What follows belongs to an exercise in optimizing a design on an open flow for small area; a production flow would make more cautious choices. At most, simulation tests tie the RTL to the original design; equivalence was not proved.

## old
Design chervil_mixer, start of the top module:
module chervil_mixer (
    input  wire        clk,
    input  wire        rst,
    input  wire        tick,
    input  wire        wr_en,
    input  wire        rd_en,
    input  wire [6:0]  addr,
    input  wire [31:0] wr_data,
    output wire        ready,
    output reg  [31:0] rd_data,
    output reg         out_valid,
    output wire [15:0] out_sample
);
    localparam [2:0] P_IDLE = 3'd0;
    integer s, p;
    reg [2:0]      rot;
    reg [8*24-1:0] inc_r;
    reg [8*4-1:0]  duty_r;
    reg [7:0]      short_r;
    reg [8*2-1:0]  kind_r;
    reg [8*16-1:0] amp_r;
    reg [8*32-1:0] env_r;
    reg [7:0]      ren_r;
    reg [8*8-1:0]  rgain_r;
    reg [8*2-1:0]  key_r;        
    reg [7:0]      ended_r;
    reg [7:0]      flag_r;       
    reg [8*24-1:0] acc_r;
    reg [8*15-1:0] lfsr_r;
    reg [8*16-1:0] level_r;
    reg [8*3-1:0]  phase_r;
    reg [7:0]  mix_gain;
    reg [15:0] peak;
    reg [15:0] clips;
    reg        busy;
    reg [2:0]  k;
    reg [3:0]  w;
    wire proc  = busy & ~w[3];
    wire k0    = proc & (k == 3'd0);
    wire k4    = proc & (k == 3'd4);
    wire k6    = proc & (k == 3'd6);
    wire lo    = k[0] ^ w[3];                  
    assign ready = ~busy;
    wire [2:0] wslot = addr[5:3] + rot + 3'd1;       
    wire       wvoice = wr_en & ~addr[6];
    wire [7:0] wsel  = wvoice ? (8'd1 << wslot) : 8'd0;
    wire [1:0] key_op = wr_data[1:0];
    wire       key_valid = (key_op == 2'd1) || (key_op == 2'd2);
    wire [23:0] wd_inc   = rst ? 24'd0 : wr_data[23:0];
    wire [3:0]  wd_duty  = rst ? 4'd7  : wr_data[3:0];
    wire        wd_short = ~rst & wr_data[4];
    wire [1:0]  wd_kind  = rst ? 2'd0  : wr_data[6:5];
    wire [15:0] wd_amp   = rst ? 16'd0 : wr_data[15:0];
    wire [31:0] wd_env   = rst ? 32'h00FF_0000 : wr_data;
    wire        wd_ren   = ~rst & wr_data[11];
    wire [7:0]  wd_rgain = rst ? 8'd0  : wr_data[23:16];
  ...
Size in the first run: about 7800 cells after synthesis, about 1300 flip-flops, roughly 94 I/O pins.
make LEC_CHECK=0 ABC_AREA=1 CAP_MARGIN=20 CORE_MARGIN=2 CORE_UTILIZATION=60 CTS_BUF_LIST=sky130_fd_sc_hd__clkbuf_8 SLEW_MARGIN=20 SYNTH_MEMORY_MAX_BITS=16384 finish   # period 50.0 ns
run.sh (not shown) runs the stock make flow with config.mk's settings and CLKGATE_MAP_FILE= SYNTH_SCRIPT=/design/flow/synth_recipe.tcl, a recipe that flattens the netlist after the stock synthesis.
old: PASS, flow complete, no timing, DRC or antenna violations
Input-level comparison between new and old:
- removing CTS_BUF_LIST (formerly sky130_fd_sc_hd__clkbuf_8)
- changing CORE_UTILIZATION from 60 to 40
==> run notes <==
Going from old to new, period utilization shows a reduction of 1.1 points, fill cell total of the finished layout saw an increase.
Global placement routability congestion went down by a few percent going from old to new.
No functional check of the RTL was part of any run of this note.

========
Another version of the RTL of chervil_mixer (not shown whole).
Size in the first run: roughly 4700 cells after synthesis, ~50000 µm² of cells after synthesis.
clock: 50.0 ns
lec_check: 0
abc_area: 1
cap_margin: 20
core_margin: 2
core_utilization: 65
cts_cluster_diameter: 80
cts_cluster_size: 25
slew_margin: 20
synth_memory_max_bits: 16384
standard.sh (not shown) runs the stock make flow with config.mk's settings and CLKGATE_MAP_FILE= SYNTH_SCRIPT=/design/flow/synth_recipe.tcl, a recipe that flattens the netlist after the stock synthesis.
==> flow/flow/run.sh <==
#!/bin/bash
# Standard ORFS layout (the standard.sh) with these changes:
#  - synthesis maps the design's chervil_oai22 gate onto the o22ai cell
#    (cellmap.tcl/cellmap.v, run as ORFS's SYNTH_CANONICALIZE_TCL hook);
#  - an area-oriented ABC script replaces ORFS's abc_area.script
#    (flow/abc_area.script; flip-flops are mapped before ABC and untouched);
#  - clock tree synthesis without dummy loads;
#  - the port buffers that global placement inserts use buf_1.
# make's full output goes to run_make.log; ORFS writes each step's log
# under orfs/logs.
set -euo pipefail
W=$PWD
mkdir -p "$W/scripts_abc"
cp -r "$FLOW_HOME/scripts/." "$W/scripts_abc/"
cp "$W/flow/abc_area.script" "$W/scripts_abc/abc_area.script"
CTS="-sink_clustering_enable -repair_clock_nets -sink_clustering_size 15 -sink_clustering_max_diameter 60 -buf_list sky130_fd_sc_hd__clkbuf_8 -dont_use_dummy_load"
bash "$W/standard.sh" SCRIPTS_DIR="$W/scripts_abc" CTS_ARGS="$CTS" \
    SYNTH_CANONICALIZE_TCL="$W/flow/cellmap.tcl" \
    BUFFER_PORTS_ARGS="-buffer_cell sky130_fd_sc_hd__buf_1" finish > "$W/run_make.log" 2>&1
==> flow/flow/abc_area.script <==
strash
ifraig
&get -n
&st
&dch
&nf -a -R 20
&put
==> flow/flow/cellmap.tcl <==
# Sourced by ORFS's synthesis canonicalize step (SYNTH_CANONICALIZE_TCL):
# replace chervil_oai22 by its cell-level version in cellmap.v.
read_verilog -overwrite [file join [file dirname $::env(SYNTH_CANONICALIZE_TCL)] cellmap.v]
hierarchy -check -top $::env(DESIGN_NAME)
==> flow/flow/cellmap.v <==
// Maps the design's chervil_oai22 gate onto the library's o22ai cell, so
// that the ring's slot-to-slot write gate is one cell per bit.
module chervil_oai22 (
    input  wire a1, a2, b1, b2,
    output wire y
);
    sky130_fd_sc_hd__o22ai_1 u_cell (.A1(a1), .A2(a2), .B1(b1), .B2(b2), .Y(y));
endmodule

// The multiplier's full adder onto the library's full-adder cell.
module chervil_fa (
    input  wire a, b, ci,
    output wire s, co
);
    sky130_fd_sc_hd__fa_1 u_cell (.A(a), .B(b), .CIN(ci), .SUM(s), .COUT(co));
endmodule
The baseline passed the timing, design-rule and antenna checks.
==> next run, changes <==
--- a/flow/flow/run.sh
+++ b/flow/flow/run.sh
@@ -6,5 +6,6 @@
 #    (flow/abc_area.script; flip-flops are mapped before ABC and untouched);
 #  - clock tree synthesis without dummy loads;
-#  - the port buffers that global placement inserts use buf_1.
+#  - the port buffers that global placement inserts use buf_1;
+#  - clock buffers are clkbuf_8 with sinks clustered 15 at a time.
 # make's full output goes to run_make.log; ORFS writes each step's log
 # under orfs/logs.
==> flow/flow/abc_area.script (replaced) <==
strash
ifraig
&get -n
&st
&deepsyn -T 120
&dch
&nf -a -R 20
&put
=> The changed run produced a clean layout; cell area falls slightly; area after synthesis falls slightly.
==> next run, changes <==
--- a/flow/flow/run.sh
+++ b/flow/flow/run.sh
@@ -6,6 +6,5 @@
 #    (flow/abc_area.script; flip-flops are mapped before ABC and untouched);
 #  - clock tree synthesis without dummy loads;
-#  - the port buffers that global placement inserts use buf_1;
-#  - clock buffers are clkbuf_8 with sinks clustered 15 at a time.
+#  - the port buffers that global placement inserts use buf_1.
 # make's full output goes to run_make.log; ORFS writes each step's log
 # under orfs/logs.
@@ -15,5 +14,5 @@
 cp -r "$FLOW_HOME/scripts/." "$W/scripts_abc/"
 cp "$W/flow/abc_area.script" "$W/scripts_abc/abc_area.script"
-CTS="-sink_clustering_enable -repair_clock_nets -sink_clustering_size 15 -sink_clustering_max_diameter 60 -buf_list sky130_fd_sc_hd__clkbuf_8 -dont_use_dummy_load"
+CTS="-sink_clustering_enable -repair_clock_nets -sink_clustering_size 25 -sink_clustering_max_diameter 80 -dont_use_dummy_load"
 bash "$W/standard.sh" SCRIPTS_DIR="$W/scripts_abc" CTS_ARGS="$CTS" \
     SYNTH_CANONICALIZE_TCL="$W/flow/cellmap.tcl" \
==> flow/flow/abc_area.script (replaced) <==
strash
ifraig
&get -n
&st
&dch
&nf -a -R 20
&put
=> The new run completed with no timing, DRC or antenna violations. Synthesized cell count increases by 3.2%. Area after synthesis rose by 1.2%. Routed wire length shrinks by 6.6%. Design area rises by 1.2%. Global-route usage went down by 4.0 points. Via count goes down by 1.7%. Final cell count came out higher by 2.4%.
==> next run, changes <==
Settings changed: CTS_CLUSTER_DIAMETER 80 to default, CTS_CLUSTER_SIZE 25 to default, GPL_TIMING_DRIVEN from default to 0.
What happened: Worst hold slack gets worse by 22 ps. Setup slack gets worse by 900 ps. Critical path depth goes down by 2. Wire length goes up by a few percent. Synthesized area does not change. Utilization goes up by 0.84 points.

========
chervil_mixer, a different RTL version from the one above (not shown whole).
Size in the first run: roughly 5600 cells after synthesis, roughly 1300 flip-flops, about 94 I/O pins.
Settings: LEC_CHECK=0, ABC_AREA=1, CAP_MARGIN=20, CORE_MARGIN=2, CORE_UTILIZATION=40, SLEW_MARGIN=20, SYNTH_MEMORY_MAX_BITS=16384; clock period 50.0 ns.
==> flow/flow/run.sh <==
#!/bin/bash
# Standard ORFS layout, with an area-oriented ABC mapping script in place
# of ORFS's abc_area.script. Everything else is the standard flow.
set -euo pipefail
W=$PWD
mkdir -p "$W/scripts_abc"
cp -r "$FLOW_HOME/scripts/." "$W/scripts_abc/"
cp "$W/flow/abc_area.script" "$W/scripts_abc/abc_area.script"
bash "$W/standard.sh" SCRIPTS_DIR="$W/scripts_abc" finish > "$W/run_make.log" 2>&1
==> flow/flow/abc_area.script <==
strash
&get -n
&st
&dch
&nf -a -R 20
&put
The baseline finished with timing, DRC and antenna clean.
Then changed:
==> flow/flow/run.sh (replaced) <==
#!/bin/bash
# Standard ORFS layout (the standard.sh) with three changes:
#  - an area-oriented ABC mapping script replaces ORFS's abc_area.script
#    (flow/abc_area.script; flip-flops are mapped before ABC and untouched);
#  - clock tree synthesis without dummy loads;
#  - the port buffers that global placement inserts use buf_1.
# make's full output goes to run_make.log; ORFS writes each step's log
# under orfs/logs.
set -euo pipefail
W=$PWD
mkdir -p "$W/scripts_abc"
cp -r "$FLOW_HOME/scripts/." "$W/scripts_abc/"
cp "$W/flow/abc_area.script" "$W/scripts_abc/abc_area.script"
CTS="-sink_clustering_enable -repair_clock_nets -sink_clustering_size 25 -sink_clustering_max_diameter 80 -dont_use_dummy_load"
bash "$W/standard.sh" SCRIPTS_DIR="$W/scripts_abc" CTS_ARGS="$CTS" \
    BUFFER_PORTS_ARGS="-buffer_cell sky130_fd_sc_hd__buf_1" finish > "$W/run_make.log" 2>&1
==> flow/flow/abc_area.script (replaced) <==
strash
ifraig
&get -n
&st
&dch
&nf -a -R 20
&put
- CORE_UTILIZATION: 40 -> 65
- CTS_CLUSTER_DIAMETER: not set -> 80
- CTS_CLUSTER_SIZE: not set -> 25
What happened: Worst hold slack degrades by 0.032 ns. Via count increases by about 1.7%. Wire length decreases by 8.8%.

## static timing again, ports no longer ideal
No port has a modelled driver above. Below, the same layouts with a new extraction and two added sets of constraints.
Step 1 (the two cells are an assumption about what drives the block):
set clk [get_ports {clk}]
set_driving_cell -lib_cell sky130_fd_sc_hd__clkbuf_16 $clk
set_driving_cell -lib_cell sky130_fd_sc_hd__buf_2 [delete_from_list [all_inputs] $clk]
Step 2 moves the port delays by t, midway between the first and last clock arrival at a register: inputs arrive t later, outputs are due t later. That takes back most of the time a late clock gives input paths.
Slacks: ideal / step 1 / step 2; pairs: ideal / step 1.
run | t, ns | setup WS [ns] | worst hold slack (ns) | worst setup path after step 2 | worst slew at a driven data input, ns
old | 0.979 | 33.285 / 33.217 / 34.196 | 0.295 / 0.295 / 0.295 | register to output | 0.10
new | 0.829 | 33.823 / 33.747 / 34.576 | 0.314 / 0.314 / 0.314 | register to output | 0.07
the first run of note 2 | 0.777 | 28.726 / 28.726 / 28.726 | 0.266 / 0.266 / 0.266 | register to register | 0.10
the second run of note 2 | 0.843 | 29.369 / 29.369 / 29.369 | 0.269 / 0.269 / 0.269 | register to register | 0.12
the third run of note 2 | 0.727 | 28.731 / 28.731 / 28.731 | 0.307 / 0.307 / 0.307 | register to register | 0.10
the fourth run of note 2 | 0.715 | 27.833 / 27.833 / 27.833 | 0.285 / 0.285 / 0.285 | register to register | 0.11
the first run of note 3 | 0.858 | 27.671 / 27.671 / 27.671 | 0.317 / 0.317 / 0.317 | register to register | 0.06
the second run of note 3 | 0.722 | 28.197 / 28.197 / 28.197 | 0.285 / 0.285 / 0.285 | register to register | 0.05
After both steps setup and hold are still met in every run listed.
